This design comes from an exercise in tuning for small area, a short achievable clock period and few clock cycles per item on the open sky130 flow, not from production work.
At most, simulation tests tie the RTL to the original design; equivalence was not proved.
The clock port is modelled as an ideal driver; clocking choices that lean on that would not hold on a real chip.
Power is estimated from default activity; no workload was simulated.

Design bfp_compress, start of the top module:
module bfp_compress (
    input  wire        clk,
    input  wire        rst,          
    input  wire        in_valid,
    output wire        in_ready,
    input  wire [1:0]  in_fmt,       
    input  wire [23:0] in_i,
    input  wire [23:0] in_q,
    output wire        out_valid,
    input  wire        out_ready,
    output wire [7:0]  out_data,
    output wire        out_last
);
Size in the first run: ~1900 cells after synthesis, roughly 530 flip-flops, roughly 65 I/O pins.
export LEC_CHECK = 0
export CAP_MARGIN = 20
export CORE_MARGIN = 2
export CORE_UTILIZATION = 60
export PLACE_DENSITY = 0.7
export SLEW_MARGIN = 20
create_clock -name core_clock -period 12.5 [get_ports {clk}]
standard.sh (not shown) runs the stock make flow with config.mk's settings and CLKGATE_MAP_FILE= SYNTH_SCRIPT=/design/flow/synth_recipe.tcl, a recipe that flattens the netlist after the stock synthesis.
==> flow/flow/run.sh <==
#!/bin/bash
set -euo pipefail
export BUFFER_PORTS_ARGS="-buffer_cell sky130_fd_sc_hd__buf_4"
export CTS_ARGS="-sink_clustering_enable -repair_clock_nets -dont_use_dummy_load -sink_clustering_size 30 -sink_clustering_max_diameter 120 -buf_list {sky130_fd_sc_hd__clkbuf_8 sky130_fd_sc_hd__clkbuf_16}"
export SETUP_SLACK_MARGIN=9.2
bash standard.sh > make_finish.log 2>&1
Next try:
==> flow/flow/run.sh (replaced) <==
#!/bin/bash
# Standard ORFS layout (bash standard.sh) with these changes:
#  - port buffers placed by flow/ports.tcl (buf_1 on inputs, buf_4 on outputs)
#  - clock tree without dummy loads, larger sink clusters
#  - repair_timing aimed at a setup slack of 9.2 ns
# All tool output goes to make_finish.log (ORFS keeps per-step logs under orfs/logs).
set -euo pipefail
export DONT_BUFFER_PORTS=1
export PRE_GLOBAL_PLACE_TCL="$PWD/flow/ports.tcl"
export CTS_ARGS="-sink_clustering_enable -repair_clock_nets -dont_use_dummy_load -sink_clustering_size 30 -sink_clustering_max_diameter 120 -buf_list {sky130_fd_sc_hd__clkbuf_8 sky130_fd_sc_hd__clkbuf_16}"
export SETUP_SLACK_MARGIN=9.2
bash standard.sh > make_finish.log 2>&1
==> flow/flow/ports.tcl (new file) <==
# Port buffers: small buffers on the inputs, buf_4 on the outputs.
buffer_ports -inputs -buffer_cell sky130_fd_sc_hd__buf_1
buffer_ports -outputs -buffer_cell sky130_fd_sc_hd__buf_4
Result:
- The new run went through all stages and came out clean
- critical path depth falls by 1
- first-iteration DRC count rises by 11%
- design area falls by 2.4%
- hold slack improves by 0.057 ns
- sequential power stays flat
- combinational power falls by about 4%
- final cell count falls by 3.2%
- total power falls by 1.3%
- die area is unchanged
Next try:
==> flow/flow/run.sh (replaced) <==
#!/bin/bash
set -euo pipefail
export BUFFER_PORTS_ARGS="-buffer_cell sky130_fd_sc_hd__buf_4"
export CTS_ARGS="-sink_clustering_enable -repair_clock_nets -dont_use_dummy_load -sink_clustering_size 25 -sink_clustering_max_diameter 100 -buf_list {sky130_fd_sc_hd__clkbuf_8 sky130_fd_sc_hd__clkbuf_16}"
export SETUP_SLACK_MARGIN=9.2
bash standard.sh > make_finish.log 2>&1
removed: flow/flow/ports.tcl
Final area grows by a few percent.
Clock power went up by a little under a tenth.
Worst setup slack degrades by 0.091 ns.
Die area stays the same.
Sequential cell count stays the same.
Function was not checked in any run of this note: the RTL went through the layout flow alone.

========
== run 1 ==
bfp_compress, a different RTL version from the one above (not shown whole).
For scale: ~1800 cells after synthesis, ~65 I/O pins.
clock: 12.5 ns
lec_check: 0
cap_margin: 20
core_margin: 2
core_utilization: 52
place_density: 0.65
slew_margin: 20
==> flow/flow/run.sh <==
#!/bin/bash
# Standard ORFS layout (bash standard.sh) with these changes:
#  - port buffers are buf_1 cells (the timing repair upsizes the ones on
#    critical paths) instead of the resizer's default choice
#  - clock tree without dummy loads, with larger sink clusters
#  - repair_timing aims at a setup slack of 8.93 ns
# make's output goes to make_finish.log; ORFS keeps per-step logs under orfs/logs.
set -euo pipefail
export BUFFER_PORTS_ARGS="-buffer_cell sky130_fd_sc_hd__buf_1"
export CTS_ARGS="-sink_clustering_enable -repair_clock_nets -dont_use_dummy_load -sink_clustering_size 25 -sink_clustering_max_diameter 100 -buf_list {sky130_fd_sc_hd__clkbuf_8 sky130_fd_sc_hd__clkbuf_16}"
export SETUP_SLACK_MARGIN=8.93
bash standard.sh > make_finish.log 2>&1
Run 1 finished end to end and its layout was clean on timing, DRC and antenna.
Testbench counts of run 1, summed over its fixed seeds: cycles 17,443, blocks 480.
Relative to run 1, the following input files were edited for run 2:
--- a/flow/config.mk
+++ b/flow/config.mk
@@ -10,2 +10,2 @@
-export CORE_UTILIZATION = 52
-export PLACE_DENSITY = 0.65
+export CORE_UTILIZATION = 60
+export PLACE_DENSITY = 0.7
Run 2 and run 1 all finish clean. Wire length after detailed routing improves in run 2 relative to run 1. Count of instances resized after the clock tree is built, run 2 and run 1, lower one = run 2. Cmp run 2 vs run 1: fraction of power consumed by sequential logic higher in run 2. For portion of the clock cycle consumed by the worst path in the final layout, run 1 and run 2 come out practically identical. Horizontal die dimension (lower): run 2. Synthesized netlist cell count: run 1 vs run 2 — no meaningful difference. Clock power share ended up 0.2 points lower on run 2 than on run 1. | fraction of final layout cells sized beyond drive strength 1 | run 2 vs run 1 | ≈ equal |. Area of the multi-input gates delta (run 1 -> run 2): insignificant. Looking only at global-route usage, and setting everything else aside, the lower value of run 2 and run 1 goes to run 1. Sort run 2 and run 1 by total cell area at the placement stage asc -> top: run 2.
> inputs changed (run 2 -> run 3)
--- a/flow/flow/run.sh
+++ b/flow/flow/run.sh
@@ -5,0 +6 @@
+#  - output port buffers set to buf_8 after clock tree synthesis (flow/post_cts.tcl)
@@ -11,0 +13 @@
+export POST_CTS_TCL="$PWD/flow/post_cts.tcl"
==> flow/flow/post_cts.tcl (new file) <==
# Resize the buffer of each output port to buf_8 (same footprint), then
# re-legalize the placement.
foreach port [get_ports -filter "direction == output"] {
  set net [get_nets -of_objects $port]
  foreach pin [get_pins -of_objects $net -filter "direction == output"] {
    set inst [get_cells -of_objects $pin]
    set cell [get_property [get_lib_cells -of_objects $inst] name]
    if {[string match "sky130_fd_sc_hd__*buf_*" $cell]} {
      puts "output buffer [get_full_name $inst] $cell -> sky130_fd_sc_hd__buf_8"
      replace_cell $inst sky130_fd_sc_hd__buf_8
    }
  }
}
detailed_placement
check_placement -verbose
[summary]
Run 3 got as far as clock tree synthesis, where a tool error ended the run.
Run 2 -> run 3: number of buffers added on ports delta 0, exact match
There was hardly any difference in post-synthesis sequential element count between run 3 and run 2.
Diff run 2..run 3 | synthesized cell count | unchanged
Run 2 -> run 3: number of distinct library cells after synthesis delta 0, exact match
From run 2 to run 3, clock sink count did not move at all.
Input-level comparison between run 4 and run 3:
==> flow/flow/post_cts.tcl <==
# Resize the buffer that drives each output port to buf_8 (same footprint),
# then re-legalize the placement.
set block [ord::get_db_block]
foreach bterm [$block getBTerms] {
  if {[$bterm getIoType] != "OUTPUT"} { continue }
  set net [$bterm getNet]
  foreach iterm [$net getITerms] {
    if {![$iterm isOutputSignal]} { continue }
    set inst [$iterm getInst]
    set master [[$inst getMaster] getName]
    if {[string match "sky130_fd_sc_hd__*buf_*" $master]} {
      puts "output buffer [$inst getName] $master -> sky130_fd_sc_hd__buf_8"
      replace_cell [get_cells [$inst getName]] sky130_fd_sc_hd__buf_8
    }
  }
}
detailed_placement
check_placement -verbose
==> notes.md <==
Net count after synthesis came out exactly the same in run 3 and run 4.
The number of synthesized flops with an enable pin on run 3 is in line with that on run 4.
Run 4: all stages complete, timing, DRC and antenna checks passed
Comparing run 4 against run 3, there is no change at all in fraction of synthesized area in multiplexers.

========
Starting RTL as in the previous note.
export LEC_CHECK = 0
export CAP_MARGIN = 20
export CORE_MARGIN = 2
export CORE_UTILIZATION = 70
export PLACE_DENSITY = 0.8
export SLEW_MARGIN = 20
create_clock -name core_clock -period 12.5 [get_ports {clk}]
==> flow/flow/run.sh <==
#!/bin/bash
# Standard ORFS layout (bash standard.sh) with these changes:
#  - port buffers are buf_1 cells (the timing repair upsizes the ones on
#    critical paths) instead of the resizer's default choice
#  - clock tree without dummy loads, with larger sink clusters
#  - repair_timing aims at a setup slack of 8.93 ns
# make's output goes to make_finish.log; ORFS keeps per-step logs under orfs/logs.
set -euo pipefail
export BUFFER_PORTS_ARGS="-buffer_cell sky130_fd_sc_hd__buf_1"
export CTS_ARGS="-sink_clustering_enable -repair_clock_nets -dont_use_dummy_load -sink_clustering_size 25 -sink_clustering_max_diameter 100 -buf_list {sky130_fd_sc_hd__clkbuf_8 sky130_fd_sc_hd__clkbuf_16}"
export SETUP_SLACK_MARGIN=8.93
bash standard.sh > make_finish.log 2>&1
The baseline went through all stages and came out clean.
Testbench counts at the start, summed over its fixed seeds: cycles 17,443, blocks 480.
Next try:
--- a/flow/flow/run.sh
+++ b/flow/flow/run.sh
@@ -6 +6 @@
-#  - repair_timing aims at a setup slack of 8.93 ns
+#  - repair_timing aims at a setup slack of 8.97 ns
@@ -11 +11 @@
-export SETUP_SLACK_MARGIN=8.93
+export SETUP_SLACK_MARGIN=8.97
- CORE_UTILIZATION: 70 -> 60
- PLACE_DENSITY: 0.8 -> 0.7
Outcome:
- synthesized cell count stays the same
- first-iteration DRC count shrinks by about 17%
- final cell count goes up by 2.8%
- register-to-register slack is about the same
- global-route usage went down by 7.0 points
- sequential cell count stays the same
- routed wire length falls by 7.6%
- core utilization shrinks by 10 points
- setup slack got worse by 0.026 ns
- sequential power hardly moves
- non-clock buffer count decreases by 4
Next try:
--- a/flow/flow/run.sh
+++ b/flow/flow/run.sh
@@ -6 +6 @@
-#  - repair_timing aims at a setup slack of 8.97 ns
+#  - repair_timing aims at a setup slack of 8.88 ns
@@ -11 +11 @@
-export SETUP_SLACK_MARGIN=8.97
+export SETUP_SLACK_MARGIN=8.88
Cell area shrinks by 0.43%; clock power hardly moves; critical path depth does not change; global-route usage grows by 0.49 points; synthesized area is unchanged; synthesized cell count stays the same; via count barely changes; setup slack degrades by 0.0041 ns; die area stays the same; register-to-register slack degrades by 0.10 ns; maximum frequency stays flat.
Next try:
--- a/flow/flow/run.sh
+++ b/flow/flow/run.sh
@@ -6 +6,2 @@
-#  - repair_timing aims at a setup slack of 8.88 ns
+#  - output port buffers set to buf_4 after clock tree synthesis (flow/post_cts.tcl)
+#  - repair_timing aims at a setup slack of 8.93 ns
@@ -10,2 +11,3 @@
-export CTS_ARGS="-sink_clustering_enable -repair_clock_nets -dont_use_dummy_load -sink_clustering_size 25 -sink_clustering_max_diameter 100 -buf_list {sky130_fd_sc_hd__clkbuf_8 sky130_fd_sc_hd__clkbuf_16}"
-export SETUP_SLACK_MARGIN=8.88
+export CTS_ARGS="-sink_clustering_enable -repair_clock_nets -dont_use_dummy_load -sink_clustering_size 25 -sink_clustering_max_diameter 100 -buf_list {sky130_fd_sc_hd__clkbuf_4 sky130_fd_sc_hd__clkbuf_16}"
+export SETUP_SLACK_MARGIN=8.93
+export POST_CTS_TCL="$PWD/flow/post_cts.tcl"
==> flow/flow/post_cts.tcl (new file) <==
# Resize the buffer that drives each output port to buf_4 (same footprint),
# then re-legalize the placement.
set block [ord::get_db_block]
foreach bterm [$block getBTerms] {
  if {[$bterm getIoType] != "OUTPUT"} { continue }
  set net [$bterm getNet]
  foreach iterm [$net getITerms] {
    if {![$iterm isOutputSignal]} { continue }
    set inst [$iterm getInst]
    set master [[$inst getMaster] getName]
    if {[string match "sky130_fd_sc_hd__*buf_*" $master]} {
      puts "output buffer [$inst getName] $master -> sky130_fd_sc_hd__buf_4"
      replace_cell [get_cells [$inst getName]] sky130_fd_sc_hd__buf_4
    }
  }
}
detailed_placement
check_placement -verbose
=>
- The new run passed the timing, DRC and antenna checks
- power barely changes
- clock power is about the same
- maximum frequency barely changes
- core utilization went up by 0.20 points
- die area is unchanged
- area after synthesis is unchanged
- non-clock buffer count went up by 1
- global-route usage went down by 0.37 points
- worst setup slack barely changes
- clock skew went up by 0.033 ns

-- separate check: timing with driven ports --
How much do the figures lean on ideal ports? The routed layouts below were timed once more, with nothing changed but the port constraints.
Step 1 sets driving cells, clkbuf_16 on the clock port and buf_2 on the other inputs (assumed; they add their load-dependent delay and slew).
Step 2 times the ports against the registers' clock, not the clock port: input delays grow and output delays shrink by t, the midpoint of the rising clock arrivals with the driver on.
Slacks: ideal / step 1 / step 2; pairs: ideal / step 1.
run	shift t [ns]	setup slack, ns	hold WS [ns]	latest minus earliest clock arrival (ns)	worst register clock-pin slew, ns
the first run of note 1	0.589	8.911 / 8.855 / 8.914	0.355 / 0.355 / 0.355	0.089 / 0.090	0.12 / 0.12
the second run of note 1	0.603	8.999 / 8.943 / 8.828	0.412 / 0.412 / 0.412	0.034 / 0.034	0.12 / 0.12
the third run of note 1	0.597	8.908 / 8.850 / 8.908	0.404 / 0.404 / 0.404	0.055 / 0.055	0.10 / 0.10
run 1	0.603	8.945 / 8.884 / 8.608	0.395 / 0.395 / 0.395	0.059 / 0.059	0.11 / 0.11
run 2	0.593	8.955 / 8.898 / 8.524	0.378 / 0.378 / 0.378	0.088 / 0.087	0.10 / 0.10
run 4	0.593	8.901 / 8.843 / 8.521	0.380 / 0.380 / 0.380	0.086 / 0.085	0.10 / 0.10
the first run of note 3	0.595	8.956 / 8.905 / 8.653	0.372 / 0.372 / 0.372	0.084 / 0.084	0.10 / 0.10
the second run of note 3	0.602	8.930 / 8.875 / 8.690	0.401 / 0.401 / 0.401	0.056 / 0.056	0.10 / 0.10
the third run of note 3	0.607	8.926 / 8.866 / 8.603	0.395 / 0.395 / 0.395	0.056 / 0.056	0.10 / 0.10
the fourth run of note 3	0.593	8.929 / 8.871 / 8.521	0.378 / 0.378 / 0.378	0.087 / 0.087	0.10 / 0.10
After both steps every run listed still meets setup and hold. The setup slack of run 2, which loses most, moves by -0.057 ns with the drivers and by -0.431 ns with both steps.
